Background: an optimization exercise with open tools, aiming at small area, a short achievable clock period and few clock cycles per item. Do not read the settings as production practice. The RTL was checked by simulation tests, not by an equivalence proof against the original design. Power figures rest on the tool's default switching activity, not on a simulated workload.

==> flow/design.v, too long to show whole: its modules and the start of the top module <==
// module fma32: 820 lines
// module mul24c: 1687 lines
// module fa_cell: 4 lines
module fma32 (
    input  wire        clk,
    input  wire        rst,
    input  wire        in_valid,
    output wire        in_ready,
    input  wire [31:0] a,
    input  wire [31:0] b,
    input  wire [31:0] c,
    output reg         out_valid,
    output reg  [31:0] d
);
  // ...
==> flow/flow/run.sh <==
#!/bin/bash
# Layout: the standard flow (standard.sh: unchanged synthesis and steps),
# with two settings passed to ORFS:
#  - timing repair asked to leave 21.3 ns of setup slack at the design's
#    28 ns clock, i.e. to optimise the paths towards 6.7 ns;
#  - every port still gets its buffer, but a buf_1 instead of the 10 um2
#    clkdlybuf4s50_1 that buffer_ports picks by default.
# The SDC, clock period and I/O constraints are the standard flow's, untouched.
set -euo pipefail
bash standard.sh SETUP_SLACK_MARGIN=21.3 \
  "BUFFER_PORTS_ARGS=-buffer_cell sky130_fd_sc_hd__buf_1" \
  finish > standard_flow.log 2>&1
==> flow/standard.sh <==
#!/bin/bash
# synth_recipe.tcl (not shown) runs the flow's synth.tcl, then flattens the netlist and writes it again
# the make line also repeats each setting of config.mk as NAME=value (left out here)
make -C /OpenROAD-flow-scripts/flow DESIGN_CONFIG=/design/flow/config.mk WORK_HOME=/design/flow/orfs CLKGATE_MAP_FILE= SYNTH_SCRIPT=/design/flow/synth_recipe.tcl "${@:-finish}"
==> flow/config.mk <==
export PLATFORM = sky130hd
export DESIGN_NAME = fma32
export DESIGN_NICKNAME = fma32
export VERILOG_FILES = /design/flow/design.v
export SDC_FILE = /design/flow/constraint.sdc
export NUM_CORES = 4
export LEC_CHECK = 0
export CAP_MARGIN = 20
export CORE_MARGIN = 2
export CORE_UTILIZATION = 60
export SLEW_MARGIN = 20
export SYNTH_HIERARCHICAL = 1
export SYNTH_MINIMUM_KEEP_SIZE = 0
==> flow/constraint.sdc <==
create_clock -name core_clock -period 28.0 [get_ports {clk}]
set_input_delay 5.6000 -clock core_clock [delete_from_list [all_inputs] [get_ports {clk}]]
set_output_delay 5.6000 -clock core_clock [all_outputs]
set_load 0.01 [all_outputs]
==> results.json, run 1 <==
{
  "setup_slack_ns": 21.33,
  "critPathLaunch": "d[22]",
  "slowest_stage": "dfxtp_1",
  "final-seq-area_mm2": 0.00685,
  "min_period_ns": 6.67,
  "antenna_found_initial": 10,
  "overflow": 0,
  "wl_per_cell_um": 28.6,
  "grt_util_met3_pct": 14.3,
  "cts_max_level": 2,
  "final_common_cell": "nand2_1",
  "path_max_fanout": 1,
  "placed_area_mm2": 0.0402,
  "whs_ns": 0.327,
  "antennaDiodeCount": 4,
  "drive_above_1_share_pct": 10.4,
  "grt_pass1_vias": 35400,
  "drv_slew": 0,
  "cp_num_buf_inv": 1,
  "drt-initial-drc-count": 4955,
  "nClkBuffers": 53,
  "dominant_cells": "multi-input combinational cells",
  "cts_tree": "done",
  "yosysWarnings": 7,
  "cts-resized-gates": 89,
  "netSwitchingPower_mw": 3.44,
  "multi_input_area_mm2": 0.0306,
  "switching_share_pct": 54.9,
  "dieArea_mm2": 0.0684,
  "netlist_area_mm2": 0.0398,
  "finalSetupViolations": 0,
  "p_per_area_mw_per_mm2": 146,
  "post-route-period-util_pct": 23.8,
  "grt_use_met2_pct": 67.7,
  "peakVddDrop_mv": 0.0857,
  "first_pass_iters": 7,
  "io_buffers": 131,
  "status": "finished clean"
}
Testbench counts, summed over its fixed seeds: cycles 24,032, items 24,000.
==> module fma32, before the edit <==
module fma32 (
    input  wire        clk,
    input  wire        rst,
    input  wire        in_valid,
    output wire        in_ready,
    input  wire [31:0] a,
    input  wire [31:0] b,
    input  wire [31:0] c,
    output reg         out_valid,
    output reg  [31:0] d
);
    assign in_ready = 1'b1;
    reg        v0;
    reg [31:0] a0, b0, c0;
    reg        ean0, ebn0, ecn0;        
    always @(posedge clk) begin
        v0   <= in_valid & ~rst;
        a0   <= a;
        b0   <= b;
        c0   <= c;
        ean0 <= |a[30:23];
        ebn0 <= |b[30:23];
        ecn0 <= |c[30:23];
    end
    wire        sa = a0[31];
    wire        sb = b0[31];
    wire        sc = c0[31];
    wire [7:0]  ea = a0[30:23];
    wire [7:0]  eb = b0[30:23];
    wire [7:0]  ec = c0[30:23];
    wire [22:0] fa = a0[22:0];
    wire [22:0] fb = b0[22:0];
    wire [22:0] fc = c0[22:0];
    wire ea_max = &ea, eb_max = &eb, ec_max = &ec;
    wire ea_nz  = ean0, eb_nz  = ebn0, ec_nz  = ecn0;
    wire fa_nz  = |fa, fb_nz  = |fb, fc_nz  = |fc;
    wire a_nan  = ea_max & fa_nz;
    wire b_nan  = eb_max & fb_nz;
    wire c_nan  = ec_max & fc_nz;
    wire a_inf  = ea_max & ~fa_nz;
    wire b_inf  = eb_max & ~fb_nz;
    wire c_inf  = ec_max & ~fc_nz;
    wire a_zero = ~ea_nz & ~fa_nz;
    wire b_zero = ~eb_nz & ~fb_nz;
    wire sp  = sa ^ sb;
    wire sub = sp ^ sc;
    wire [23:0] ma = {ea_nz, fa};
    wire [23:0] mb = {eb_nz, fb};
    wire [23:0] mc = {ec_nz, fc};
    wire [7:0]  xa = {ea[7:1], ea[0] | ~ea_nz};
    wire [7:0]  xb = {eb[7:1], eb[0] | ~eb_nz};
    wire [7:0]  xc = {ec[7:1], ec[0] | ~ec_nz};
    wire [9:0]  xab     = {2'b00, xa} + {2'b00, xb};
    wire [10:0] sh_raw  = {3'b000, xa} + {3'b000, xb} + {3'b111, ~xc} - 11'd97;
    wire        a_or_b_zero = a_zero | b_zero;
    wire        clamped = sh_raw[10] | a_or_b_zero;
    wire        sh_big  = (sh_raw[9:0] > 10'd80);
    wire [6:0]  sh      = clamped ? 7'd0 : sh_big ? 7'd80 : sh_raw[6:0];
    wire [8:0]  limit   = clamped ? ({1'b0, xc} - 9'd1) : (xab[8:0] - 9'd99);
    reg [4:0] tz;
    integer k;
    always @(*) begin
        tz = 5'd24;
        for (k = 23; k >= 0; k = k - 1)
            if (mc[k]) tz = k[4:0];
    end
    wire [103:0] cw     = {mc, 80'd0} >> sh;
    wire         c_stk  = ~clamped & (ec_nz | fc_nz) & (sh_raw[9:0] >= {5'd0, tz} + 10'd55);
    wire [78:0]  c_al   = {cw[103:26], c_stk};
    wire [79:0]  cx     = {sub, c_al ^ {79{sub}}};
    wire [47:0]  fsn;
    wire [48:0]  fcn;
    mul24c u_mul (.a(ma), .b(mb), .xn(~cx[50:3]), .sn(fsn), .cn(fcn));
    wire prod_inf = a_inf | b_inf;
    wire invalid  = a_nan | b_nan | c_nan
                  | (a_inf & b_zero) | (b_inf & a_zero)
                  | (prod_inf & c_inf & (sp != sc));
    reg        v1;
    reg [28:0] chi1;
    reg [2:0]  clo1;
    reg [47:0] fsn1;
    reg [47:0] fcn1;
    reg [8:0]  limit1;
    reg        sub1, sc1, sp1, nan1, inf1, infs1, zs1;
    always @(posedge clk) begin
        v1     <= v0 & ~rst;
        chi1   <= cx[79:51];
        clo1   <= cx[2:0];
        fsn1   <= fsn;
        fcn1   <= fcn[48:1];
        limit1 <= limit;
        sub1   <= sub;
        sc1    <= sc;
        sp1    <= sp;
        nan1   <= invalid;
        inf1   <= prod_inf | c_inf;
        infs1  <= prod_inf ? sp : sc;
        zs1    <= a_or_b_zero & sp & sc;
    end
    wire [79:0] add_a = {chi1, ~fsn1, clo1};
    wire [79:0] add_b = {28'd0, ~fcn1, 4'd0};
    wire [79:0] s0, s1;
    wire [79:0] add_p = add_a ^ add_b;
    wire [79:0] add_g = add_a & add_b;
    wire add_G0_1 = add_g[1] | (add_p[1] & add_g[0]);
    wire add_P0_1 = add_p[1] & add_p[0];
    wire add_G0_3 = add_g[3] | (add_p[3] & add_g[2]);
    wire add_P0_3 = add_p[3] & add_p[2];
    wire add_G0_5 = add_g[5] | (add_p[5] & add_g[4]);
    wire add_P0_5 = add_p[5] & add_p[4];
    wire add_G0_7 = add_g[7] | (add_p[7] & add_g[6]);
    wire add_P0_7 = add_p[7] & add_p[6];
    wire add_G0_9 = add_g[9] | (add_p[9] & add_g[8]);
    wire add_P0_9 = add_p[9] & add_p[8];
    wire add_G0_11 = add_g[11] | (add_p[11] & add_g[10]);
    wire add_P0_11 = add_p[11] & add_p[10];
    wire add_G0_13 = add_g[13] | (add_p[13] & add_g[12]);
    wire add_P0_13 = add_p[13] & add_p[12];
    wire add_G0_15 = add_g[15] | (add_p[15] & add_g[14]);
    wire add_P0_15 = add_p[15] & add_p[14];
    wire add_G0_17 = add_g[17] | (add_p[17] & add_g[16]);
    wire add_P0_17 = add_p[17] & add_p[16];
    wire add_G0_19 = add_g[19] | (add_p[19] & add_g[18]);
    wire add_P0_19 = add_p[19] & add_p[18];
    wire add_G0_21 = add_g[21] | (add_p[21] & add_g[20]);
    wire add_P0_21 = add_p[21] & add_p[20];
    wire add_G0_23 = add_g[23] | (add_p[23] & add_g[22]);
    wire add_P0_23 = add_p[23] & add_p[22];
    wire add_G0_25 = add_g[25] | (add_p[25] & add_g[24]);
    wire add_P0_25 = add_p[25] & add_p[24];
    wire add_G0_27 = add_g[27] | (add_p[27] & add_g[26]);
    wire add_P0_27 = add_p[27] & add_p[26];
    wire add_G0_29 = add_g[29] | (add_p[29] & add_g[28]);
    wire add_P0_29 = add_p[29] & add_p[28];
    wire add_G0_31 = add_g[31] | (add_p[31] & add_g[30]);
    wire add_P0_31 = add_p[31] & add_p[30];
    wire add_G0_33 = add_g[33] | (add_p[33] & add_g[32]);
    wire add_P0_33 = add_p[33] & add_p[32];
    wire add_G0_35 = add_g[35] | (add_p[35] & add_g[34]);
    wire add_P0_35 = add_p[35] & add_p[34];
    wire add_G0_37 = add_g[37] | (add_p[37] & add_g[36]);
    wire add_P0_37 = add_p[37] & add_p[36];
    wire add_G0_39 = add_g[39] | (add_p[39] & add_g[38]);
    wire add_P0_39 = add_p[39] & add_p[38];
    wire add_G0_41 = add_g[41] | (add_p[41] & add_g[40]);
    wire add_P0_41 = add_p[41] & add_p[40];
    wire add_G0_43 = add_g[43] | (add_p[43] & add_g[42]);
    wire add_P0_43 = add_p[43] & add_p[42];
    wire add_G0_45 = add_g[45] | (add_p[45] & add_g[44]);
    wire add_P0_45 = add_p[45] & add_p[44];
    wire add_G0_47 = add_g[47] | (add_p[47] & add_g[46]);
    wire add_P0_47 = add_p[47] & add_p[46];
    wire add_G0_49 = add_g[49] | (add_p[49] & add_g[48]);
    wire add_P0_49 = add_p[49] & add_p[48];
    wire add_G0_51 = add_g[51] | (add_p[51] & add_g[50]);
    wire add_P0_51 = add_p[51] & add_p[50];
    wire add_G0_53 = add_g[53] | (add_p[53] & add_g[52]);
    wire add_P0_53 = add_p[53] & add_p[52];
    wire add_G0_55 = add_g[55] | (add_p[55] & add_g[54]);
    wire add_P0_55 = add_p[55] & add_p[54];
    wire add_G0_57 = add_g[57] | (add_p[57] & add_g[56]);
    wire add_P0_57 = add_p[57] & add_p[56];
    wire add_G0_59 = add_g[59] | (add_p[59] & add_g[58]);
    wire add_P0_59 = add_p[59] & add_p[58];
    wire add_G0_61 = add_g[61] | (add_p[61] & add_g[60]);
    wire add_P0_61 = add_p[61] & add_p[60];
    wire add_G0_63 = add_g[63] | (add_p[63] & add_g[62]);
    wire add_P0_63 = add_p[63] & add_p[62];
    wire add_G0_65 = add_g[65] | (add_p[65] & add_g[64]);
    wire add_P0_65 = add_p[65] & add_p[64];
    wire add_G0_67 = add_g[67] | (add_p[67] & add_g[66]);
    wire add_P0_67 = add_p[67] & add_p[66];
    wire add_G0_69 = add_g[69] | (add_p[69] & add_g[68]);
    wire add_P0_69 = add_p[69] & add_p[68];
    wire add_G0_71 = add_g[71] | (add_p[71] & add_g[70]);
    wire add_P0_71 = add_p[71] & add_p[70];
    wire add_G0_73 = add_g[73] | (add_p[73] & add_g[72]);
    wire add_P0_73 = add_p[73] & add_p[72];
    wire add_G0_75 = add_g[75] | (add_p[75] & add_g[74]);
    wire add_P0_75 = add_p[75] & add_p[74];
    wire add_G0_77 = add_g[77] | (add_p[77] & add_g[76]);
    wire add_P0_77 = add_p[77] & add_p[76];
    wire add_G0_79 = add_g[79] | (add_p[79] & add_g[78]);
    wire add_P0_79 = add_p[79] & add_p[78];
    wire add_G1_2 = add_g[2] | (add_p[2] & add_G0_1);
    wire add_P1_2 = add_p[2] & add_P0_1;
    wire add_G1_3 = add_G0_3 | (add_P0_3 & add_G0_1);
    wire add_P1_3 = add_P0_3 & add_P0_1;
    wire add_G1_6 = add_g[6] | (add_p[6] & add_G0_5);
    wire add_P1_6 = add_p[6] & add_P0_5;
    wire add_G1_7 = add_G0_7 | (add_P0_7 & add_G0_5);
    wire add_P1_7 = add_P0_7 & add_P0_5;
    wire add_G1_10 = add_g[10] | (add_p[10] & add_G0_9);
    wire add_P1_10 = add_p[10] & add_P0_9;
    wire add_G1_11 = add_G0_11 | (add_P0_11 & add_G0_9);
    wire add_P1_11 = add_P0_11 & add_P0_9;
    wire add_G1_14 = add_g[14] | (add_p[14] & add_G0_13);
    wire add_P1_14 = add_p[14] & add_P0_13;
    wire add_G1_15 = add_G0_15 | (add_P0_15 & add_G0_13);
    wire add_P1_15 = add_P0_15 & add_P0_13;
    wire add_G1_18 = add_g[18] | (add_p[18] & add_G0_17);
    wire add_P1_18 = add_p[18] & add_P0_17;
    wire add_G1_19 = add_G0_19 | (add_P0_19 & add_G0_17);
    wire add_P1_19 = add_P0_19 & add_P0_17;
    wire add_G1_22 = add_g[22] | (add_p[22] & add_G0_21);
    wire add_P1_22 = add_p[22] & add_P0_21;
    wire add_G1_23 = add_G0_23 | (add_P0_23 & add_G0_21);
    wire add_P1_23 = add_P0_23 & add_P0_21;
    wire add_G1_26 = add_g[26] | (add_p[26] & add_G0_25);
    wire add_P1_26 = add_p[26] & add_P0_25;
    wire add_G1_27 = add_G0_27 | (add_P0_27 & add_G0_25);
    wire add_P1_27 = add_P0_27 & add_P0_25;
    wire add_G1_30 = add_g[30] | (add_p[30] & add_G0_29);
    wire add_P1_30 = add_p[30] & add_P0_29;
    wire add_G1_31 = add_G0_31 | (add_P0_31 & add_G0_29);
    wire add_P1_31 = add_P0_31 & add_P0_29;
    wire add_G1_34 = add_g[34] | (add_p[34] & add_G0_33);
    wire add_P1_34 = add_p[34] & add_P0_33;
    wire add_G1_35 = add_G0_35 | (add_P0_35 & add_G0_33);
    wire add_P1_35 = add_P0_35 & add_P0_33;
    wire add_G1_38 = add_g[38] | (add_p[38] & add_G0_37);
    wire add_P1_38 = add_p[38] & add_P0_37;
    wire add_G1_39 = add_G0_39 | (add_P0_39 & add_G0_37);
    wire add_P1_39 = add_P0_39 & add_P0_37;
    wire add_G1_42 = add_g[42] | (add_p[42] & add_G0_41);
    wire add_P1_42 = add_p[42] & add_P0_41;
    wire add_G1_43 = add_G0_43 | (add_P0_43 & add_G0_41);
    wire add_P1_43 = add_P0_43 & add_P0_41;
    wire add_G1_46 = add_g[46] | (add_p[46] & add_G0_45);
    wire add_P1_46 = add_p[46] & add_P0_45;
    wire add_G1_47 = add_G0_47 | (add_P0_47 & add_G0_45);
    wire add_P1_47 = add_P0_47 & add_P0_45;
    wire add_G1_50 = add_g[50] | (add_p[50] & add_G0_49);
    wire add_P1_50 = add_p[50] & add_P0_49;
    wire add_G1_51 = add_G0_51 | (add_P0_51 & add_G0_49);
    wire add_P1_51 = add_P0_51 & add_P0_49;
    wire add_G1_54 = add_g[54] | (add_p[54] & add_G0_53);
    wire add_P1_54 = add_p[54] & add_P0_53;
    wire add_G1_55 = add_G0_55 | (add_P0_55 & add_G0_53);
    wire add_P1_55 = add_P0_55 & add_P0_53;
    wire add_G1_58 = add_g[58] | (add_p[58] & add_G0_57);
    wire add_P1_58 = add_p[58] & add_P0_57;
    wire add_G1_59 = add_G0_59 | (add_P0_59 & add_G0_57);
    wire add_P1_59 = add_P0_59 & add_P0_57;
    wire add_G1_62 = add_g[62] | (add_p[62] & add_G0_61);
    wire add_P1_62 = add_p[62] & add_P0_61;
    wire add_G1_63 = add_G0_63 | (add_P0_63 & add_G0_61);
    wire add_P1_63 = add_P0_63 & add_P0_61;
    wire add_G1_66 = add_g[66] | (add_p[66] & add_G0_65);
    wire add_P1_66 = add_p[66] & add_P0_65;
    wire add_G1_67 = add_G0_67 | (add_P0_67 & add_G0_65);
    wire add_P1_67 = add_P0_67 & add_P0_65;
    wire add_G1_70 = add_g[70] | (add_p[70] & add_G0_69);
    wire add_P1_70 = add_p[70] & add_P0_69;
    wire add_G1_71 = add_G0_71 | (add_P0_71 & add_G0_69);
    wire add_P1_71 = add_P0_71 & add_P0_69;
    wire add_G1_74 = add_g[74] | (add_p[74] & add_G0_73);
    wire add_P1_74 = add_p[74] & add_P0_73;
    wire add_G1_75 = add_G0_75 | (add_P0_75 & add_G0_73);
    wire add_P1_75 = add_P0_75 & add_P0_73;
    wire add_G1_78 = add_g[78] | (add_p[78] & add_G0_77);
    wire add_P1_78 = add_p[78] & add_P0_77;
    wire add_G1_79 = add_G0_79 | (add_P0_79 & add_G0_77);
    wire add_P1_79 = add_P0_79 & add_P0_77;
    wire add_G2_4 = add_g[4] | (add_p[4] & add_G1_3);
    wire add_P2_4 = add_p[4] & add_P1_3;
    wire add_G2_5 = add_G0_5 | (add_P0_5 & add_G1_3);
    wire add_P2_5 = add_P0_5 & add_P1_3;
    wire add_G2_6 = add_G1_6 | (add_P1_6 & add_G1_3);
    wire add_P2_6 = add_P1_6 & add_P1_3;
    wire add_G2_7 = add_G1_7 | (add_P1_7 & add_G1_3);
    wire add_P2_7 = add_P1_7 & add_P1_3;
    wire add_G2_12 = add_g[12] | (add_p[12] & add_G1_11);
    wire add_P2_12 = add_p[12] & add_P1_11;
    wire add_G2_13 = add_G0_13 | (add_P0_13 & add_G1_11);
    wire add_P2_13 = add_P0_13 & add_P1_11;
    wire add_G2_14 = add_G1_14 | (add_P1_14 & add_G1_11);
    wire add_P2_14 = add_P1_14 & add_P1_11;
    wire add_G2_15 = add_G1_15 | (add_P1_15 & add_G1_11);
    wire add_P2_15 = add_P1_15 & add_P1_11;
    wire add_G2_20 = add_g[20] | (add_p[20] & add_G1_19);
    wire add_P2_20 = add_p[20] & add_P1_19;
    wire add_G2_21 = add_G0_21 | (add_P0_21 & add_G1_19);
    wire add_P2_21 = add_P0_21 & add_P1_19;
    wire add_G2_22 = add_G1_22 | (add_P1_22 & add_G1_19);
    wire add_P2_22 = add_P1_22 & add_P1_19;
    wire add_G2_23 = add_G1_23 | (add_P1_23 & add_G1_19);
    wire add_P2_23 = add_P1_23 & add_P1_19;
    wire add_G2_28 = add_g[28] | (add_p[28] & add_G1_27);
    wire add_P2_28 = add_p[28] & add_P1_27;
    wire add_G2_29 = add_G0_29 | (add_P0_29 & add_G1_27);
    wire add_P2_29 = add_P0_29 & add_P1_27;
    wire add_G2_30 = add_G1_30 | (add_P1_30 & add_G1_27);
    wire add_P2_30 = add_P1_30 & add_P1_27;
    wire add_G2_31 = add_G1_31 | (add_P1_31 & add_G1_27);
    wire add_P2_31 = add_P1_31 & add_P1_27;
    wire add_G2_36 = add_g[36] | (add_p[36] & add_G1_35);
    wire add_P2_36 = add_p[36] & add_P1_35;
    wire add_G2_37 = add_G0_37 | (add_P0_37 & add_G1_35);
    wire add_P2_37 = add_P0_37 & add_P1_35;
    wire add_G2_38 = add_G1_38 | (add_P1_38 & add_G1_35);
    wire add_P2_38 = add_P1_38 & add_P1_35;
    wire add_G2_39 = add_G1_39 | (add_P1_39 & add_G1_35);
    wire add_P2_39 = add_P1_39 & add_P1_35;
    wire add_G2_44 = add_g[44] | (add_p[44] & add_G1_43);
    wire add_P2_44 = add_p[44] & add_P1_43;
    wire add_G2_45 = add_G0_45 | (add_P0_45 & add_G1_43);
    wire add_P2_45 = add_P0_45 & add_P1_43;
    wire add_G2_46 = add_G1_46 | (add_P1_46 & add_G1_43);
    wire add_P2_46 = add_P1_46 & add_P1_43;
    wire add_G2_47 = add_G1_47 | (add_P1_47 & add_G1_43);
    wire add_P2_47 = add_P1_47 & add_P1_43;
    wire add_G2_52 = add_g[52] | (add_p[52] & add_G1_51);
    wire add_P2_52 = add_p[52] & add_P1_51;
    wire add_G2_53 = add_G0_53 | (add_P0_53 & add_G1_51);
    wire add_P2_53 = add_P0_53 & add_P1_51;
    wire add_G2_54 = add_G1_54 | (add_P1_54 & add_G1_51);
    wire add_P2_54 = add_P1_54 & add_P1_51;
    wire add_G2_55 = add_G1_55 | (add_P1_55 & add_G1_51);
    wire add_P2_55 = add_P1_55 & add_P1_51;
    wire add_G2_60 = add_g[60] | (add_p[60] & add_G1_59);
    wire add_P2_60 = add_p[60] & add_P1_59;
    wire add_G2_61 = add_G0_61 | (add_P0_61 & add_G1_59);
    wire add_P2_61 = add_P0_61 & add_P1_59;
    wire add_G2_62 = add_G1_62 | (add_P1_62 & add_G1_59);
    wire add_P2_62 = add_P1_62 & add_P1_59;
    wire add_G2_63 = add_G1_63 | (add_P1_63 & add_G1_59);
    wire add_P2_63 = add_P1_63 & add_P1_59;
    wire add_G2_68 = add_g[68] | (add_p[68] & add_G1_67);
    wire add_P2_68 = add_p[68] & add_P1_67;
    wire add_G2_69 = add_G0_69 | (add_P0_69 & add_G1_67);
    wire add_P2_69 = add_P0_69 & add_P1_67;
    wire add_G2_70 = add_G1_70 | (add_P1_70 & add_G1_67);
    wire add_P2_70 = add_P1_70 & add_P1_67;
    wire add_G2_71 = add_G1_71 | (add_P1_71 & add_G1_67);
    wire add_P2_71 = add_P1_71 & add_P1_67;
    wire add_G2_76 = add_g[76] | (add_p[76] & add_G1_75);
    wire add_P2_76 = add_p[76] & add_P1_75;
    wire add_G2_77 = add_G0_77 | (add_P0_77 & add_G1_75);
    wire add_P2_77 = add_P0_77 & add_P1_75;
    wire add_G2_78 = add_G1_78 | (add_P1_78 & add_G1_75);
    wire add_P2_78 = add_P1_78 & add_P1_75;
    wire add_G2_79 = add_G1_79 | (add_P1_79 & add_G1_75);
    wire add_P2_79 = add_P1_79 & add_P1_75;
    wire add_G3_8 = add_g[8] | (add_p[8] & add_G2_7);
    wire add_P3_8 = add_p[8] & add_P2_7;
    wire add_G3_9 = add_G0_9 | (add_P0_9 & add_G2_7);
    wire add_P3_9 = add_P0_9 & add_P2_7;
    wire add_G3_10 = add_G1_10 | (add_P1_10 & add_G2_7);
    wire add_P3_10 = add_P1_10 & add_P2_7;
    wire add_G3_11 = add_G1_11 | (add_P1_11 & add_G2_7);
    wire add_P3_11 = add_P1_11 & add_P2_7;
    wire add_G3_12 = add_G2_12 | (add_P2_12 & add_G2_7);
    wire add_P3_12 = add_P2_12 & add_P2_7;
    wire add_G3_13 = add_G2_13 | (add_P2_13 & add_G2_7);
    wire add_P3_13 = add_P2_13 & add_P2_7;
    wire add_G3_14 = add_G2_14 | (add_P2_14 & add_G2_7);
    wire add_P3_14 = add_P2_14 & add_P2_7;
    wire add_G3_15 = add_G2_15 | (add_P2_15 & add_G2_7);
    wire add_P3_15 = add_P2_15 & add_P2_7;
    wire add_G3_24 = add_g[24] | (add_p[24] & add_G2_23);
    wire add_P3_24 = add_p[24] & add_P2_23;
    wire add_G3_25 = add_G0_25 | (add_P0_25 & add_G2_23);
    wire add_P3_25 = add_P0_25 & add_P2_23;
    wire add_G3_26 = add_G1_26 | (add_P1_26 & add_G2_23);
    wire add_P3_26 = add_P1_26 & add_P2_23;
    wire add_G3_27 = add_G1_27 | (add_P1_27 & add_G2_23);
    wire add_P3_27 = add_P1_27 & add_P2_23;
    wire add_G3_28 = add_G2_28 | (add_P2_28 & add_G2_23);
    wire add_P3_28 = add_P2_28 & add_P2_23;
    wire add_G3_29 = add_G2_29 | (add_P2_29 & add_G2_23);
    wire add_P3_29 = add_P2_29 & add_P2_23;
    wire add_G3_30 = add_G2_30 | (add_P2_30 & add_G2_23);
    wire add_P3_30 = add_P2_30 & add_P2_23;
    wire add_G3_31 = add_G2_31 | (add_P2_31 & add_G2_23);
    wire add_P3_31 = add_P2_31 & add_P2_23;
    wire add_G3_40 = add_g[40] | (add_p[40] & add_G2_39);
    wire add_P3_40 = add_p[40] & add_P2_39;
    wire add_G3_41 = add_G0_41 | (add_P0_41 & add_G2_39);
    wire add_P3_41 = add_P0_41 & add_P2_39;
    wire add_G3_42 = add_G1_42 | (add_P1_42 & add_G2_39);
    wire add_P3_42 = add_P1_42 & add_P2_39;
    wire add_G3_43 = add_G1_43 | (add_P1_43 & add_G2_39);
    wire add_P3_43 = add_P1_43 & add_P2_39;
    wire add_G3_44 = add_G2_44 | (add_P2_44 & add_G2_39);
    wire add_P3_44 = add_P2_44 & add_P2_39;
    wire add_G3_45 = add_G2_45 | (add_P2_45 & add_G2_39);
    wire add_P3_45 = add_P2_45 & add_P2_39;
    wire add_G3_46 = add_G2_46 | (add_P2_46 & add_G2_39);
    wire add_P3_46 = add_P2_46 & add_P2_39;
    wire add_G3_47 = add_G2_47 | (add_P2_47 & add_G2_39);
    wire add_P3_47 = add_P2_47 & add_P2_39;
    wire add_G3_56 = add_g[56] | (add_p[56] & add_G2_55);
    wire add_P3_56 = add_p[56] & add_P2_55;
    wire add_G3_57 = add_G0_57 | (add_P0_57 & add_G2_55);
    wire add_P3_57 = add_P0_57 & add_P2_55;
    wire add_G3_58 = add_G1_58 | (add_P1_58 & add_G2_55);
    wire add_P3_58 = add_P1_58 & add_P2_55;
    wire add_G3_59 = add_G1_59 | (add_P1_59 & add_G2_55);
    wire add_P3_59 = add_P1_59 & add_P2_55;
    wire add_G3_60 = add_G2_60 | (add_P2_60 & add_G2_55);
    wire add_P3_60 = add_P2_60 & add_P2_55;
    wire add_G3_61 = add_G2_61 | (add_P2_61 & add_G2_55);
    wire add_P3_61 = add_P2_61 & add_P2_55;
    wire add_G3_62 = add_G2_62 | (add_P2_62 & add_G2_55);
    wire add_P3_62 = add_P2_62 & add_P2_55;
    wire add_G3_63 = add_G2_63 | (add_P2_63 & add_G2_55);
    wire add_P3_63 = add_P2_63 & add_P2_55;
    wire add_G3_72 = add_g[72] | (add_p[72] & add_G2_71);
    wire add_P3_72 = add_p[72] & add_P2_71;
    wire add_G3_73 = add_G0_73 | (add_P0_73 & add_G2_71);
    wire add_P3_73 = add_P0_73 & add_P2_71;
    wire add_G3_74 = add_G1_74 | (add_P1_74 & add_G2_71);
    wire add_P3_74 = add_P1_74 & add_P2_71;
    wire add_G3_75 = add_G1_75 | (add_P1_75 & add_G2_71);
    wire add_P3_75 = add_P1_75 & add_P2_71;
    wire add_G3_76 = add_G2_76 | (add_P2_76 & add_G2_71);
    wire add_P3_76 = add_P2_76 & add_P2_71;
    wire add_G3_77 = add_G2_77 | (add_P2_77 & add_G2_71);
    wire add_P3_77 = add_P2_77 & add_P2_71;
    wire add_G3_78 = add_G2_78 | (add_P2_78 & add_G2_71);
    wire add_P3_78 = add_P2_78 & add_P2_71;
    wire add_G3_79 = add_G2_79 | (add_P2_79 & add_G2_71);
    wire add_P3_79 = add_P2_79 & add_P2_71;
    wire add_G4_16 = add_g[16] | (add_p[16] & add_G3_15);
    wire add_P4_16 = add_p[16] & add_P3_15;
    wire add_G4_17 = add_G0_17 | (add_P0_17 & add_G3_15);
    wire add_P4_17 = add_P0_17 & add_P3_15;
    wire add_G4_18 = add_G1_18 | (add_P1_18 & add_G3_15);
    wire add_P4_18 = add_P1_18 & add_P3_15;
    wire add_G4_19 = add_G1_19 | (add_P1_19 & add_G3_15);
    wire add_P4_19 = add_P1_19 & add_P3_15;
    wire add_G4_20 = add_G2_20 | (add_P2_20 & add_G3_15);
    wire add_P4_20 = add_P2_20 & add_P3_15;
    wire add_G4_21 = add_G2_21 | (add_P2_21 & add_G3_15);
    wire add_P4_21 = add_P2_21 & add_P3_15;
    wire add_G4_22 = add_G2_22 | (add_P2_22 & add_G3_15);
    wire add_P4_22 = add_P2_22 & add_P3_15;
    wire add_G4_23 = add_G2_23 | (add_P2_23 & add_G3_15);
    wire add_P4_23 = add_P2_23 & add_P3_15;
    wire add_G4_24 = add_G3_24 | (add_P3_24 & add_G3_15);
    wire add_P4_24 = add_P3_24 & add_P3_15;
    wire add_G4_25 = add_G3_25 | (add_P3_25 & add_G3_15);
    wire add_P4_25 = add_P3_25 & add_P3_15;
    wire add_G4_26 = add_G3_26 | (add_P3_26 & add_G3_15);
    wire add_P4_26 = add_P3_26 & add_P3_15;
    wire add_G4_27 = add_G3_27 | (add_P3_27 & add_G3_15);
    wire add_P4_27 = add_P3_27 & add_P3_15;
    wire add_G4_28 = add_G3_28 | (add_P3_28 & add_G3_15);
    wire add_P4_28 = add_P3_28 & add_P3_15;
    wire add_G4_29 = add_G3_29 | (add_P3_29 & add_G3_15);
    wire add_P4_29 = add_P3_29 & add_P3_15;
    wire add_G4_30 = add_G3_30 | (add_P3_30 & add_G3_15);
    wire add_P4_30 = add_P3_30 & add_P3_15;
    wire add_G4_31 = add_G3_31 | (add_P3_31 & add_G3_15);
    wire add_P4_31 = add_P3_31 & add_P3_15;
    wire add_G4_48 = add_g[48] | (add_p[48] & add_G3_47);
    wire add_P4_48 = add_p[48] & add_P3_47;
    wire add_G4_49 = add_G0_49 | (add_P0_49 & add_G3_47);
    wire add_P4_49 = add_P0_49 & add_P3_47;
    wire add_G4_50 = add_G1_50 | (add_P1_50 & add_G3_47);
    wire add_P4_50 = add_P1_50 & add_P3_47;
    wire add_G4_51 = add_G1_51 | (add_P1_51 & add_G3_47);
    wire add_P4_51 = add_P1_51 & add_P3_47;
    wire add_G4_52 = add_G2_52 | (add_P2_52 & add_G3_47);
    wire add_P4_52 = add_P2_52 & add_P3_47;
    wire add_G4_53 = add_G2_53 | (add_P2_53 & add_G3_47);
    wire add_P4_53 = add_P2_53 & add_P3_47;
    wire add_G4_54 = add_G2_54 | (add_P2_54 & add_G3_47);
    wire add_P4_54 = add_P2_54 & add_P3_47;
    wire add_G4_55 = add_G2_55 | (add_P2_55 & add_G3_47);
    wire add_P4_55 = add_P2_55 & add_P3_47;
    wire add_G4_56 = add_G3_56 | (add_P3_56 & add_G3_47);
    wire add_P4_56 = add_P3_56 & add_P3_47;
    wire add_G4_57 = add_G3_57 | (add_P3_57 & add_G3_47);
    wire add_P4_57 = add_P3_57 & add_P3_47;
    wire add_G4_58 = add_G3_58 | (add_P3_58 & add_G3_47);
    wire add_P4_58 = add_P3_58 & add_P3_47;
    wire add_G4_59 = add_G3_59 | (add_P3_59 & add_G3_47);
    wire add_P4_59 = add_P3_59 & add_P3_47;
    wire add_G4_60 = add_G3_60 | (add_P3_60 & add_G3_47);
    wire add_P4_60 = add_P3_60 & add_P3_47;
    wire add_G4_61 = add_G3_61 | (add_P3_61 & add_G3_47);
    wire add_P4_61 = add_P3_61 & add_P3_47;
    wire add_G4_62 = add_G3_62 | (add_P3_62 & add_G3_47);
    wire add_P4_62 = add_P3_62 & add_P3_47;
    wire add_G4_63 = add_G3_63 | (add_P3_63 & add_G3_47);
    wire add_P4_63 = add_P3_63 & add_P3_47;
    wire add_G5_32 = add_g[32] | (add_p[32] & add_G4_31);
    wire add_P5_32 = add_p[32] & add_P4_31;
    wire add_G5_33 = add_G0_33 | (add_P0_33 & add_G4_31);
    wire add_P5_33 = add_P0_33 & add_P4_31;
    wire add_G5_34 = add_G1_34 | (add_P1_34 & add_G4_31);
    wire add_P5_34 = add_P1_34 & add_P4_31;
    wire add_G5_35 = add_G1_35 | (add_P1_35 & add_G4_31);
    wire add_P5_35 = add_P1_35 & add_P4_31;
    wire add_G5_36 = add_G2_36 | (add_P2_36 & add_G4_31);
    wire add_P5_36 = add_P2_36 & add_P4_31;
    wire add_G5_37 = add_G2_37 | (add_P2_37 & add_G4_31);
    wire add_P5_37 = add_P2_37 & add_P4_31;
    wire add_G5_38 = add_G2_38 | (add_P2_38 & add_G4_31);
    wire add_P5_38 = add_P2_38 & add_P4_31;
    wire add_G5_39 = add_G2_39 | (add_P2_39 & add_G4_31);
    wire add_P5_39 = add_P2_39 & add_P4_31;
    wire add_G5_40 = add_G3_40 | (add_P3_40 & add_G4_31);
    wire add_P5_40 = add_P3_40 & add_P4_31;
    wire add_G5_41 = add_G3_41 | (add_P3_41 & add_G4_31);
    wire add_P5_41 = add_P3_41 & add_P4_31;
    wire add_G5_42 = add_G3_42 | (add_P3_42 & add_G4_31);
    wire add_P5_42 = add_P3_42 & add_P4_31;
    wire add_G5_43 = add_G3_43 | (add_P3_43 & add_G4_31);
    wire add_P5_43 = add_P3_43 & add_P4_31;
    wire add_G5_44 = add_G3_44 | (add_P3_44 & add_G4_31);
    wire add_P5_44 = add_P3_44 & add_P4_31;
    wire add_G5_45 = add_G3_45 | (add_P3_45 & add_G4_31);
    wire add_P5_45 = add_P3_45 & add_P4_31;
    wire add_G5_46 = add_G3_46 | (add_P3_46 & add_G4_31);
    wire add_P5_46 = add_P3_46 & add_P4_31;
    wire add_G5_47 = add_G3_47 | (add_P3_47 & add_G4_31);
    wire add_P5_47 = add_P3_47 & add_P4_31;
    wire add_G5_48 = add_G4_48 | (add_P4_48 & add_G4_31);
    wire add_P5_48 = add_P4_48 & add_P4_31;
    wire add_G5_49 = add_G4_49 | (add_P4_49 & add_G4_31);
    wire add_P5_49 = add_P4_49 & add_P4_31;
    wire add_G5_50 = add_G4_50 | (add_P4_50 & add_G4_31);
    wire add_P5_50 = add_P4_50 & add_P4_31;
    wire add_G5_51 = add_G4_51 | (add_P4_51 & add_G4_31);
    wire add_P5_51 = add_P4_51 & add_P4_31;
    wire add_G5_52 = add_G4_52 | (add_P4_52 & add_G4_31);
    wire add_P5_52 = add_P4_52 & add_P4_31;
    wire add_G5_53 = add_G4_53 | (add_P4_53 & add_G4_31);
    wire add_P5_53 = add_P4_53 & add_P4_31;
    wire add_G5_54 = add_G4_54 | (add_P4_54 & add_G4_31);
    wire add_P5_54 = add_P4_54 & add_P4_31;
    wire add_G5_55 = add_G4_55 | (add_P4_55 & add_G4_31);
    wire add_P5_55 = add_P4_55 & add_P4_31;
    wire add_G5_56 = add_G4_56 | (add_P4_56 & add_G4_31);
    wire add_P5_56 = add_P4_56 & add_P4_31;
    wire add_G5_57 = add_G4_57 | (add_P4_57 & add_G4_31);
    wire add_P5_57 = add_P4_57 & add_P4_31;
    wire add_G5_58 = add_G4_58 | (add_P4_58 & add_G4_31);
    wire add_P5_58 = add_P4_58 & add_P4_31;
    wire add_G5_59 = add_G4_59 | (add_P4_59 & add_G4_31);
    wire add_P5_59 = add_P4_59 & add_P4_31;
    wire add_G5_60 = add_G4_60 | (add_P4_60 & add_G4_31);
    wire add_P5_60 = add_P4_60 & add_P4_31;
    wire add_G5_61 = add_G4_61 | (add_P4_61 & add_G4_31);
    wire add_P5_61 = add_P4_61 & add_P4_31;
    wire add_G5_62 = add_G4_62 | (add_P4_62 & add_G4_31);
    wire add_P5_62 = add_P4_62 & add_P4_31;
    wire add_G5_63 = add_G4_63 | (add_P4_63 & add_G4_31);
    wire add_P5_63 = add_P4_63 & add_P4_31;
    wire add_G6_64 = add_g[64] | (add_p[64] & add_G5_63);
    wire add_P6_64 = add_p[64] & add_P5_63;
    wire add_G6_65 = add_G0_65 | (add_P0_65 & add_G5_63);
    wire add_P6_65 = add_P0_65 & add_P5_63;
    wire add_G6_66 = add_G1_66 | (add_P1_66 & add_G5_63);
    wire add_P6_66 = add_P1_66 & add_P5_63;
    wire add_G6_67 = add_G1_67 | (add_P1_67 & add_G5_63);
    wire add_P6_67 = add_P1_67 & add_P5_63;
    wire add_G6_68 = add_G2_68 | (add_P2_68 & add_G5_63);
    wire add_P6_68 = add_P2_68 & add_P5_63;
    wire add_G6_69 = add_G2_69 | (add_P2_69 & add_G5_63);
    wire add_P6_69 = add_P2_69 & add_P5_63;
    wire add_G6_70 = add_G2_70 | (add_P2_70 & add_G5_63);
    wire add_P6_70 = add_P2_70 & add_P5_63;
    wire add_G6_71 = add_G2_71 | (add_P2_71 & add_G5_63);
    wire add_P6_71 = add_P2_71 & add_P5_63;
    wire add_G6_72 = add_G3_72 | (add_P3_72 & add_G5_63);
    wire add_P6_72 = add_P3_72 & add_P5_63;
    wire add_G6_73 = add_G3_73 | (add_P3_73 & add_G5_63);
    wire add_P6_73 = add_P3_73 & add_P5_63;
    wire add_G6_74 = add_G3_74 | (add_P3_74 & add_G5_63);
    wire add_P6_74 = add_P3_74 & add_P5_63;
    wire add_G6_75 = add_G3_75 | (add_P3_75 & add_G5_63);
    wire add_P6_75 = add_P3_75 & add_P5_63;
    wire add_G6_76 = add_G3_76 | (add_P3_76 & add_G5_63);
    wire add_P6_76 = add_P3_76 & add_P5_63;
    wire add_G6_77 = add_G3_77 | (add_P3_77 & add_G5_63);
    wire add_P6_77 = add_P3_77 & add_P5_63;
    wire add_G6_78 = add_G3_78 | (add_P3_78 & add_G5_63);
    wire add_P6_78 = add_P3_78 & add_P5_63;
    wire add_G6_79 = add_G3_79 | (add_P3_79 & add_G5_63);
    wire add_P6_79 = add_P3_79 & add_P5_63;
    assign s0[0] = add_p[0];
    assign s1[0] = ~add_p[0];
    assign s0[1] = add_p[1] ^ add_g[0];
    assign s1[1] = add_p[1] ^ (add_g[0] | add_p[0]);
    assign s0[2] = add_p[2] ^ add_G0_1;
    assign s1[2] = add_p[2] ^ (add_G0_1 | add_P0_1);
    assign s0[3] = add_p[3] ^ add_G1_2;
    assign s1[3] = add_p[3] ^ (add_G1_2 | add_P1_2);
    assign s0[4] = add_p[4] ^ add_G1_3;
    assign s1[4] = add_p[4] ^ (add_G1_3 | add_P1_3);
    assign s0[5] = add_p[5] ^ add_G2_4;
    assign s1[5] = add_p[5] ^ (add_G2_4 | add_P2_4);
    assign s0[6] = add_p[6] ^ add_G2_5;
    assign s1[6] = add_p[6] ^ (add_G2_5 | add_P2_5);
    assign s0[7] = add_p[7] ^ add_G2_6;
    assign s1[7] = add_p[7] ^ (add_G2_6 | add_P2_6);
    assign s0[8] = add_p[8] ^ add_G2_7;
    assign s1[8] = add_p[8] ^ (add_G2_7 | add_P2_7);
    assign s0[9] = add_p[9] ^ add_G3_8;
    assign s1[9] = add_p[9] ^ (add_G3_8 | add_P3_8);
    assign s0[10] = add_p[10] ^ add_G3_9;
    assign s1[10] = add_p[10] ^ (add_G3_9 | add_P3_9);
    assign s0[11] = add_p[11] ^ add_G3_10;
    assign s1[11] = add_p[11] ^ (add_G3_10 | add_P3_10);
    assign s0[12] = add_p[12] ^ add_G3_11;
    assign s1[12] = add_p[12] ^ (add_G3_11 | add_P3_11);
    assign s0[13] = add_p[13] ^ add_G3_12;
    assign s1[13] = add_p[13] ^ (add_G3_12 | add_P3_12);
    assign s0[14] = add_p[14] ^ add_G3_13;
    assign s1[14] = add_p[14] ^ (add_G3_13 | add_P3_13);
    assign s0[15] = add_p[15] ^ add_G3_14;
    assign s1[15] = add_p[15] ^ (add_G3_14 | add_P3_14);
    assign s0[16] = add_p[16] ^ add_G3_15;
    assign s1[16] = add_p[16] ^ (add_G3_15 | add_P3_15);
    assign s0[17] = add_p[17] ^ add_G4_16;
    assign s1[17] = add_p[17] ^ (add_G4_16 | add_P4_16);
    assign s0[18] = add_p[18] ^ add_G4_17;
    assign s1[18] = add_p[18] ^ (add_G4_17 | add_P4_17);
    assign s0[19] = add_p[19] ^ add_G4_18;
    assign s1[19] = add_p[19] ^ (add_G4_18 | add_P4_18);
    assign s0[20] = add_p[20] ^ add_G4_19;
    assign s1[20] = add_p[20] ^ (add_G4_19 | add_P4_19);
    assign s0[21] = add_p[21] ^ add_G4_20;
    assign s1[21] = add_p[21] ^ (add_G4_20 | add_P4_20);
    assign s0[22] = add_p[22] ^ add_G4_21;
    assign s1[22] = add_p[22] ^ (add_G4_21 | add_P4_21);
    assign s0[23] = add_p[23] ^ add_G4_22;
    assign s1[23] = add_p[23] ^ (add_G4_22 | add_P4_22);
    assign s0[24] = add_p[24] ^ add_G4_23;
    assign s1[24] = add_p[24] ^ (add_G4_23 | add_P4_23);
    assign s0[25] = add_p[25] ^ add_G4_24;
    assign s1[25] = add_p[25] ^ (add_G4_24 | add_P4_24);
    assign s0[26] = add_p[26] ^ add_G4_25;
    assign s1[26] = add_p[26] ^ (add_G4_25 | add_P4_25);
    assign s0[27] = add_p[27] ^ add_G4_26;
    assign s1[27] = add_p[27] ^ (add_G4_26 | add_P4_26);
    assign s0[28] = add_p[28] ^ add_G4_27;
    assign s1[28] = add_p[28] ^ (add_G4_27 | add_P4_27);
    assign s0[29] = add_p[29] ^ add_G4_28;
    assign s1[29] = add_p[29] ^ (add_G4_28 | add_P4_28);
    assign s0[30] = add_p[30] ^ add_G4_29;
    assign s1[30] = add_p[30] ^ (add_G4_29 | add_P4_29);
    assign s0[31] = add_p[31] ^ add_G4_30;
    assign s1[31] = add_p[31] ^ (add_G4_30 | add_P4_30);
    assign s0[32] = add_p[32] ^ add_G4_31;
    assign s1[32] = add_p[32] ^ (add_G4_31 | add_P4_31);
    assign s0[33] = add_p[33] ^ add_G5_32;
    assign s1[33] = add_p[33] ^ (add_G5_32 | add_P5_32);
    assign s0[34] = add_p[34] ^ add_G5_33;
    assign s1[34] = add_p[34] ^ (add_G5_33 | add_P5_33);
    assign s0[35] = add_p[35] ^ add_G5_34;
    assign s1[35] = add_p[35] ^ (add_G5_34 | add_P5_34);
    assign s0[36] = add_p[36] ^ add_G5_35;
    assign s1[36] = add_p[36] ^ (add_G5_35 | add_P5_35);
    assign s0[37] = add_p[37] ^ add_G5_36;
    assign s1[37] = add_p[37] ^ (add_G5_36 | add_P5_36);
    assign s0[38] = add_p[38] ^ add_G5_37;
    assign s1[38] = add_p[38] ^ (add_G5_37 | add_P5_37);
    assign s0[39] = add_p[39] ^ add_G5_38;
    assign s1[39] = add_p[39] ^ (add_G5_38 | add_P5_38);
    assign s0[40] = add_p[40] ^ add_G5_39;
    assign s1[40] = add_p[40] ^ (add_G5_39 | add_P5_39);
    assign s0[41] = add_p[41] ^ add_G5_40;
    assign s1[41] = add_p[41] ^ (add_G5_40 | add_P5_40);
    assign s0[42] = add_p[42] ^ add_G5_41;
    assign s1[42] = add_p[42] ^ (add_G5_41 | add_P5_41);
    assign s0[43] = add_p[43] ^ add_G5_42;
    assign s1[43] = add_p[43] ^ (add_G5_42 | add_P5_42);
    assign s0[44] = add_p[44] ^ add_G5_43;
    assign s1[44] = add_p[44] ^ (add_G5_43 | add_P5_43);
    assign s0[45] = add_p[45] ^ add_G5_44;
    assign s1[45] = add_p[45] ^ (add_G5_44 | add_P5_44);
    assign s0[46] = add_p[46] ^ add_G5_45;
    assign s1[46] = add_p[46] ^ (add_G5_45 | add_P5_45);
    assign s0[47] = add_p[47] ^ add_G5_46;
    assign s1[47] = add_p[47] ^ (add_G5_46 | add_P5_46);
    assign s0[48] = add_p[48] ^ add_G5_47;
    assign s1[48] = add_p[48] ^ (add_G5_47 | add_P5_47);
    assign s0[49] = add_p[49] ^ add_G5_48;
    assign s1[49] = add_p[49] ^ (add_G5_48 | add_P5_48);
    assign s0[50] = add_p[50] ^ add_G5_49;
    assign s1[50] = add_p[50] ^ (add_G5_49 | add_P5_49);
    assign s0[51] = add_p[51] ^ add_G5_50;
    assign s1[51] = add_p[51] ^ (add_G5_50 | add_P5_50);
    assign s0[52] = add_p[52] ^ add_G5_51;
    assign s1[52] = add_p[52] ^ (add_G5_51 | add_P5_51);
    assign s0[53] = add_p[53] ^ add_G5_52;
    assign s1[53] = add_p[53] ^ (add_G5_52 | add_P5_52);
    assign s0[54] = add_p[54] ^ add_G5_53;
    assign s1[54] = add_p[54] ^ (add_G5_53 | add_P5_53);
    assign s0[55] = add_p[55] ^ add_G5_54;
    assign s1[55] = add_p[55] ^ (add_G5_54 | add_P5_54);
    assign s0[56] = add_p[56] ^ add_G5_55;
    assign s1[56] = add_p[56] ^ (add_G5_55 | add_P5_55);
    assign s0[57] = add_p[57] ^ add_G5_56;
    assign s1[57] = add_p[57] ^ (add_G5_56 | add_P5_56);
    assign s0[58] = add_p[58] ^ add_G5_57;
    assign s1[58] = add_p[58] ^ (add_G5_57 | add_P5_57);
    assign s0[59] = add_p[59] ^ add_G5_58;
    assign s1[59] = add_p[59] ^ (add_G5_58 | add_P5_58);
    assign s0[60] = add_p[60] ^ add_G5_59;
    assign s1[60] = add_p[60] ^ (add_G5_59 | add_P5_59);
    assign s0[61] = add_p[61] ^ add_G5_60;
    assign s1[61] = add_p[61] ^ (add_G5_60 | add_P5_60);
    assign s0[62] = add_p[62] ^ add_G5_61;
    assign s1[62] = add_p[62] ^ (add_G5_61 | add_P5_61);
    assign s0[63] = add_p[63] ^ add_G5_62;
    assign s1[63] = add_p[63] ^ (add_G5_62 | add_P5_62);
    assign s0[64] = add_p[64] ^ add_G5_63;
    assign s1[64] = add_p[64] ^ (add_G5_63 | add_P5_63);
    assign s0[65] = add_p[65] ^ add_G6_64;
    assign s1[65] = add_p[65] ^ (add_G6_64 | add_P6_64);
    assign s0[66] = add_p[66] ^ add_G6_65;
    assign s1[66] = add_p[66] ^ (add_G6_65 | add_P6_65);
    assign s0[67] = add_p[67] ^ add_G6_66;
    assign s1[67] = add_p[67] ^ (add_G6_66 | add_P6_66);
    assign s0[68] = add_p[68] ^ add_G6_67;
    assign s1[68] = add_p[68] ^ (add_G6_67 | add_P6_67);
    assign s0[69] = add_p[69] ^ add_G6_68;
    assign s1[69] = add_p[69] ^ (add_G6_68 | add_P6_68);
    assign s0[70] = add_p[70] ^ add_G6_69;
    assign s1[70] = add_p[70] ^ (add_G6_69 | add_P6_69);
    assign s0[71] = add_p[71] ^ add_G6_70;
    assign s1[71] = add_p[71] ^ (add_G6_70 | add_P6_70);
    assign s0[72] = add_p[72] ^ add_G6_71;
    assign s1[72] = add_p[72] ^ (add_G6_71 | add_P6_71);
    assign s0[73] = add_p[73] ^ add_G6_72;
    assign s1[73] = add_p[73] ^ (add_G6_72 | add_P6_72);
    assign s0[74] = add_p[74] ^ add_G6_73;
    assign s1[74] = add_p[74] ^ (add_G6_73 | add_P6_73);
    assign s0[75] = add_p[75] ^ add_G6_74;
    assign s1[75] = add_p[75] ^ (add_G6_74 | add_P6_74);
    assign s0[76] = add_p[76] ^ add_G6_75;
    assign s1[76] = add_p[76] ^ (add_G6_75 | add_P6_75);
    assign s0[77] = add_p[77] ^ add_G6_76;
    assign s1[77] = add_p[77] ^ (add_G6_76 | add_P6_76);
    assign s0[78] = add_p[78] ^ add_G6_77;
    assign s1[78] = add_p[78] ^ (add_G6_77 | add_P6_77);
    assign s0[79] = add_p[79] ^ add_G6_78;
    assign s1[79] = add_p[79] ^ (add_G6_78 | add_P6_78);
    wire        neg = sub1 & s1[79];
    wire [78:0] mag = neg ? ~s0[78:0] : (sub1 ? s1[78:0] : s0[78:0]);
    wire        rs  = neg ? sc1 : sp1;
    wire [78:0] stop = (limit1 <= 9'd78) ? (79'd1 << (7'd78 - limit1[6:0])) : 79'd0;
    wire [78:0] lzin = mag | stop;
    reg [6:0] lz;
    integer i;
    always @(*) begin
        lz = 7'd0;
        for (i = 0; i < 79; i = i + 1)
            if (lzin[i]) lz = 7'd78 - i[6:0];
    end
    wire zero = ~|mag;
    wire [2:0]  lzc = lz[6:4];
    reg  [39:0] m1;
    always @(*) begin
        case (lzc)
            3'd0:    m1 = mag[78:39];
            3'd1:    m1 = mag[62:23];
            3'd2:    m1 = mag[46:7];
            3'd3:    m1 = {mag[30:0], 9'd0};
            default: m1 = {mag[14:0], 25'd0};
        endcase
    end
    wire stk0 = |mag[6:0];
    wire stk1 = stk0 | (|mag[22:7]);
    wire stk2 = stk1 | (|mag[38:23]);
    wire stk  = (lzc == 3'd0) ? stk2 : (lzc == 3'd1) ? stk1 : (lzc == 3'd2) ? stk0 : 1'b0;
    reg        v2;
    reg [39:0] m2;
    reg        stk2r;
    reg [6:0]  lz2;
    reg [8:0]  limit2;
    reg        rs2, nan2, inf2, infs2, zs2, zero2;
    always @(posedge clk) begin
        v2     <= v1 & ~rst;
        m2     <= m1;
        stk2r  <= stk;
        lz2    <= lz;
        limit2 <= limit1;
        rs2    <= rs;
        nan2   <= nan1;
        inf2   <= inf1;
        infs2  <= infs1;
        zs2    <= zs1;
        zero2  <= zero;
    end
    wire [3:0]  lzf2   = lz2[3:0];
    wire [39:0] tn     = m2 << lzf2;
    wire [23:0] sig    = tn[39:16];
    wire        guard  = tn[15];
    wire [14:0] smask  = ~({15{1'b1}} << (4'd15 - lzf2));
    wire        sticky = stk2r | (|(m2[14:0] & smask));
    wire        rnd_up = guard & (sticky | sig[0]);
    wire [24:0] sig_r  = {1'b0, sig} + {24'd0, rnd_up};
    wire [8:0]  em1 = limit2 - {2'b00, lz2};
    wire [9:0]  ex  = {1'b0, em1} + {8'd0, sig_r[24:23]};
    wire        ovf = ex >= 10'd255;
    reg [31:0] result;
    always @(*) begin
        if (nan2)
            result = 32'h7FC00000;
        else if (inf2)
            result = {infs2, 8'hFF, 23'd0};
        else if (zero2)
            result = {zs2, 31'd0};
        else if (ovf)
            result = {rs2, 8'hFF, 23'd0};
        else
            result = {rs2, ex[7:0], sig_r[22:0]};
    end
    always @(posedge clk) begin
        out_valid <= v2 & ~rst;
        d         <= result;
    end
endmodule
==> inputs of run 2 (changes only) <==
--- a/flow/design.v
+++ b/flow/design.v
@@ -747,13 +747,15 @@
     wire        rs  = neg ? sc1 : sp1;
-    wire [78:0] stop = (limit1 <= 9'd78) ? (79'd1 << (7'd78 - limit1[6:0])) : 79'd0;
-    wire [78:0] lzin = mag | stop;
-    reg [6:0] lz;
+    reg [6:0] lzm;
     integer i;
     always @(*) begin
-        lz = 7'd0;
+        lzm = 7'd0;
         for (i = 0; i < 79; i = i + 1)
-            if (lzin[i]) lz = 7'd78 - i[6:0];
+            if (mag[i]) lzm = 7'd78 - i[6:0];
     end
-    wire zero = ~|mag;
-    wire [2:0]  lzc = lz[6:4];
+    wire [2:0] kz  = lzm[6:4];
+    wire [2:0] kl  = (|limit1[8:7]) ? 3'd7 : limit1[6:4];
+    wire       klt = kz < kl;
+    wire       kgt = kz > kl;
+    wire [2:0] kc  = klt ? kz : kl;
+    wire [2:0]  lzc = kc;
     reg  [39:0] m1;
@@ -775,5 +777,7 @@
     reg        stk2r;
-    reg [6:0]  lz2;
+    reg [2:0]  kc2;
+    reg [3:0]  lzm2;
+    reg        klt2, kgt2;
     reg [8:0]  limit2;
-    reg        rs2, nan2, inf2, infs2, zs2, zero2;
+    reg        rs2, nan2, inf2, infs2, zs2;
     always @(posedge clk) begin
@@ -782,3 +786,6 @@
         stk2r  <= stk;
-        lz2    <= lz;
+        kc2    <= kc;
+        lzm2   <= lzm[3:0];
+        klt2   <= klt;
+        kgt2   <= kgt;
         limit2 <= limit1;
@@ -789,5 +796,5 @@
         zs2    <= zs1;
-        zero2  <= zero;
     end
-    wire [3:0]  lzf2   = lz2[3:0];
+    wire [3:0]  lzl    = limit2[3:0];
+    wire [3:0]  lzf2   = klt2 ? lzm2 : kgt2 ? lzl : ((lzm2 < lzl) ? lzm2 : lzl);
     wire [39:0] tn     = m2 << lzf2;
@@ -799,5 +806,6 @@
     wire [24:0] sig_r  = {1'b0, sig} + {24'd0, rnd_up};
-    wire [8:0]  em1 = limit2 - {2'b00, lz2};
+    wire [8:0]  em1 = limit2 - {2'b00, kc2, lzf2};
     wire [9:0]  ex  = {1'b0, em1} + {8'd0, sig_r[24:23]};
     wire        ovf = ex >= 10'd255;
+    wire zero2 = ~(|m2) & ~stk2r;
     reg [31:0] result;
==> run 2 against run 1 <==
  * Combinational power is 4.4% lower
  * Maximum frequency rose by 0.24%
  * Power down 5.4%
  * Non-clock buffer count increased by 70
  * Critical path depth is the same
  * Largest cell class unchanged
  * Largest power group unchanged
==> results.json, run 2 <==
{
  "cellLeakagePower_nw": 16.9,
  "core.rowCount": 93,
  "num_io_pins": 133,
  "synth_area_per_cell_um2": 9.16,
  "crit_chain": "buf_1",
  "synth_nets": 5052,
  "whs_ns": 0.326,
  "cts.sinks": 342,
  "relSlewSlack_pct": 25.3,
  "dieArea_mm2": 0.0673,
  "required_ns": 22.40,
  "holdCritPathClass": "reg -> reg",
  "skew_ns": 0.0186,
  "antennaDiodeCount": 0,
  "p_per_area_mw_per_mm2": 137,
  "stdcell_area_mm2": 0.0432,
  "path_max_fanout": 1,
  "drtAntennaViolNets": 0,
  "die_h_um": 259,
  "end_kind": "output pin",
  "clk_pin_slew_ns": 0.06,
  "cts_hold_buf": 0,
  "drive_above_1_share_pct": 14.0,
  "finalSetupViolations": 0,
  "grt_max_degree": 45,
  "numCtsBuffers": 40,
  "cts_tree": "done",
  "grt_pass1_wl_um": 198000,
  "placed_area_mm2": 0.0393,
  "cts_root_buf": "clkbuf_16",
  "final_cell_mix": "nand2_1, fa_1, dfxtp_1, inv_1, nor2_1",
  "post-route-period-util_pct": 23.8,
  "tightest_slew_ns": 1.11,
  "finalHoldViolCount": 0,
  "antenna_found_initial": 0,
  "yosysWarnings": 7,
  "clock.fmax_mhz": 150,
  "cap_viol_max_count": 0,
  "netlist_area_mm2": 0.0391,
  "crit_arrival_ns": 1.05,
  "place_hpwl_um": 94100,
  "cts_max_level": 2,
  "drv_slew": 0,
  "crit_family": "flip-flops",
  "start_util_pct": 60.7,
  "drc": 0,
  "overflow": 0,
  "grt_pass1_vias": 33200,
  "cp-start-kind": "register",
  "peakVddDrop_mv": 0.109,
  "final_common_cell": "nand2_1",
  "placedCellCount": 5012,
  "min_period_ns": 6.65,
  "areaGrowthSynthToFinish_pct": 10.5,
  "wl_per_cell_um": 25.3,
  "status": "finished clean",
  "layoutNonFillerInstCount": 5208,
  "fin_util_pct": 67.1,
  "die_w_um": 259,
  "rsz0062_at_grt": "yes",
  "largestRegisters": "fcn1 x48, fsn1 x48, m2 x40",
  "cp_num_buf_inv": 1,
  "io_buffers": 131,
  "slowest_delay_ns": 0.33,
  "setup_slack_ns": 21.35,
  "nets": 5105,
  "num_vias": 33800,
  "slowest_stage": "dfxtp_1",
  "core_mm2": 0.0645,
  "syn_inst": 4273,
  "drt-initial-drc-count": 4316,
  "fin_setup_tns_ns": 0,
  "first_pass_iters": 8,
  "cts_buffer_depth": 3,
  "clkLatencyLatePin_ns": 0.58,
  "wirelength_um": 132000,
  "place.gp.congestion": 1.02,
  "criticalPathCategory": "reg -> out",
  "post-place-ws_ns": 20.12,
  "grt_use_total_pct": 38.5,
  "via_per_inst": 6.48,
  "power_mw": 5.92
}
-- run 2: cell types whose count changed in the layout (fill, tap and decap cells not counted), sizes merged, moves of 25 or more --
cell,previous run,this run
o22ai,45,20
nand2,870,765
mux4,30,55
buf,258,330
a21oi,222,177
mux2i,96,137
-- run 2: area by class of cell --
cell class	instances	area [µm²]
flip-flops and latches	342	6860
repair buffers	338	2340
clock inverters	17	246
inverters	257	1010
clock buffers	52	1120
well taps	855	1070
fillers	5377	21200
multi-input cells	3347	30600
-- run 2: repair_timing --
action	4_1_cts	5_1_grt
cloned	6	9
gates resized for setup	165	128
pin swaps	28	39
setup endpoints to repair	169	159
setup buffers	44	68
-- run 2: power breakdown --
part / switching [mW] / internal, mW
sequential: 0.131 / 0.709
clock: 0.220 / 0.329
combinational: 2.72 / 1.82
total: 3.07 / 2.85
-- run 2: per-layer routing --
metal	up-vias	wire length, µm	global-route usage (%)
li1	14600	-	-
met1	16600	52300	54.1
met2	2151	57400	56.8
met3	419	15700	9.69
met4	0	6450	15.9
met5	-	0	0
-- run 2: path summary, 6_finish.rpt --
path         slack [ns]  startpoint   endpoint  depth (start not counted)
max               21.35       d[26]      d[26]                          1
min                0.33   limit1[0]  limit2[0]                          0
max reg2reg       21.37    fsn1[41]      m2[2]                         27
min reg2reg        0.33   limit1[0]  limit2[0]                          0
Testbench counts of run 2, summed over its fixed seeds: cycles 24,032, items 24,000.
==> inputs of run 3 (changes only) <==
--- a/flow/config.mk
+++ b/flow/config.mk
@@ -9,3 +9,3 @@
 export CORE_MARGIN = 2
-export CORE_UTILIZATION = 60
+export CORE_UTILIZATION = 66
 export SLEW_MARGIN = 20
==> run 3 against run 2 <==
  * Register-to-register slack better by 0.06 ns
  * Sequential power is 0.5% higher
  * Still clean on timing, DRC and antenna
  * Critical endpoint is now d[13]
  * Maximum frequency is 0.34% lower
  * Flip-flop and latch count stayed put
  * Non-clock buffer count is 20 lower
  * Wire length is 1.3% lower
  * Global-route usage is 3.1 points higher
  * Power is 1.6% lower
  * Design area is 0.91% lower
==> results.json, run 3 <==
{
  "die_w_um": 248,
  "dr_wl_met3_um": 17300,
  "place.gp.congestion": 1.06,
  "cap_viol_max_count": 0,
  "grt_pass1_vias": 33100,
  "core.rowCount": 89,
  "status": "finished clean",
  "rsz0062_at_grt": "yes",
  "largestRegisters": "fcn1 x48, fsn1 x48, m2 x40",
  "place_hpwl_um": 92500,
  "slowest_delay_ns": 0.32,
  "clkLatencyLatePin_ns": 0.59,
  "synth_area_per_cell_um2": 9.16,
  "drtAntennaViolNets": 0,
  "first_pass_iters": 8,
  "required_ns": 22.40,
  "finalHoldViolCount": 0,
  "cts_root_buf": "clkbuf_16",
  "wirelength_um": 130000,
  "whs_ns": 0.327,
  "final_cell_mix": "nand2_1, fa_1, dfxtp_1, inv_1, nor2_1",
  "cts_buffer_depth": 3,
  "met1_length_um": 48700,
  "path_max_fanout": 1,
  "switching_share_pct": 52.4,
  "cp-start-kind": "register",
  "numCtsBuffers": 41,
  "drt-initial-drc-count": 4230,
  "post-route-period-util_pct": 23.8,
  "synth_nets": 5052,
  "netSwitchingPower_mw": 3.05,
  "core_mm2": 0.0588,
  "drive_above_1_share_pct": 13.1,
  "drv_slew": 0,
  "yosysWarnings": 7,
  "fin_setup_tns_ns": 0,
  "peakVddDrop_mv": 0.0961,
  "final_common_cell": "nand2_1",
  "grt_max_degree": 47,
  "netlist_area_mm2": 0.0391,
  "overflow": 0,
  "io_buffers": 131,
  "nets": 5085,
  "dr.max_layer_used": "met5",
  "via_per_inst": 6.73,
  "end_kind": "output pin",
  "cts.sinks": 342,
  "cts_max_level": 2,
  "slowest_stage": "dfxtp_1",
  "cts_hold_buf": 0,
  "holdCritPathClass": "reg -> reg",
  "p_clk_share_pct": 9.1,
  "finalSetupViolations": 0,
  "relSlewSlack_pct": 21.2,
  "cp_num_buf_inv": 1,
  "cellLeakagePower_nw": 16.9,
  "crit_arrival_ns": 1.08,
  "power_frac_comb_pct": 76.5,
  "criticalPathCategory": "reg -> out",
  "clock.fmax_mhz": 150,
  "num_vias": 34400,
  "cts_tree": "done",
  "tightest_slew_ns": 1.17,
  "clk_pin_slew_ns": 0.06,
  "die_h_um": 248,
  "intPower_mw": 2.78,
  "crit_chain": "buf_1",
  "num_io_pins": 133,
  "min_period_ns": 6.68,
  "crit_family": "flip-flops",
  "p_seq_share_pct": 14.5,
  "dieArea_mm2": 0.0613,
  "drc": 0,
  "syn_inst": 4273,
  "areaGrowthSynthToFinish_pct": 9.47,
  "antenna_found_initial": 3,
  "skew_ns": 0.0358,
  "grt_use_total_pct": 41.6,
  "wl_met2_um": 56800,
  "start_util_pct": 66.6,
  "p_per_area_mw_per_mm2": 136,
  "grt_pass1_wl_um": 194000,
  "wl_per_cell_um": 25.5
}
run 3: power by group through the flow:
stage          registers [mW]  clock network (mW)  logic (mW)
6_report                0.844               0.529        4.46
5_1_grt                 0.860               0.554        4.74
4_1_cts                 0.838               0.536        4.16
3_5_place_dp            0.846                   0        3.98
3_3_place_gp            0.841                   0        3.94
2_1_floorplan           0.813                   0        3.41
run 3: final cells by class:
cell class	count	area (µm²)
clock inverter	15	155
tap	773	967
fill	4442	15900
timing repair buffer	318	2150
clock buffer	57	1180
inverter	257	1000
sequential	342	6860
antenna	1	2.50
multi-input combinational	3346	30500
run 3: per-layer routing:
layer | global-route usage (%) | up-vias
met4 | 19.1 | 4
met5 | 0.954 | -
met1 | 56.2 | 16700
met3 | 11.6 | 524
met2 | 62.5 | 2599
li1 | - | 14600
run 3: through the flow:
stage / util, % / std cells / cell area (µm²) / power (mW) / setup slack (ns)
5_1_grt: 72.9 / 5108 / 42800 / 6.15 / 21.12
4_1_cts: 71.1 / 5050 / 41800 / 5.54 / 21.22
3_5_place_dp: 66.7 / 4930 / 39200 / 4.82 / 20.18
6_report: 72.9 / 5109 / 42800 / 5.83 / 21.32
2_1_floorplan: - / 4273 / 39100 / 4.22 / 21.59
3_3_place_gp: 66.7 / 4929 / 39200 / 4.78 / 19.48
run 3: final timing paths:
kind / start / end / slack (ns) / cells after the start
max: d[13] / d[13] / 21.32 / 1
min: zs1 / zs2 / 0.33 / 0
max reg2reg: fsn1[41] / m2[37] / 21.43 / 25
min reg2reg: zs1 / zs2 / 0.33 / 0
run 3: timing repair:
item | in CTS | in global routing
gates resized for setup | 140 | 114
setup endpoints to repair | 166 | 143
hold endpoints to repair | 0 | 0
pin swaps | 25 | 32
cloned | 8 | 4
buffers inserted | 40 | 54

-- separate check: timing with driven ports --
How much do the figures lean on ideal ports? The routed layouts below were timed once more, with nothing changed but the port constraints. Step 1 sets driving cells, clkbuf_16 on the clock port and buf_2 on the other inputs (assumed; they add their load-dependent delay and slew). Step 2 also shifts input and output timing later by t, the mid clock arrival at the registers, as if the neighbouring blocks saw the same clock. Three values: ideal ports, drivers, drivers and shift; two values: the first two.
run | t, ns | setup slack, ns | worst setup path after step 2 | clock arrival spread, ns | worst data-port slew with drivers (ns)
run 1 | 0.686 | 21.331 / 21.262 / 21.432 | register to register | 0.052 / 0.053 | 0.06
run 2 | 0.635 | 21.347 / 21.279 / 21.372 | register to register | 0.018 / 0.019 | 0.04
run 3 | 0.644 | 21.325 / 21.253 / 21.426 | register to register | 0.036 / 0.036 | 0.04
After both steps setup and hold are still met in every run listed.
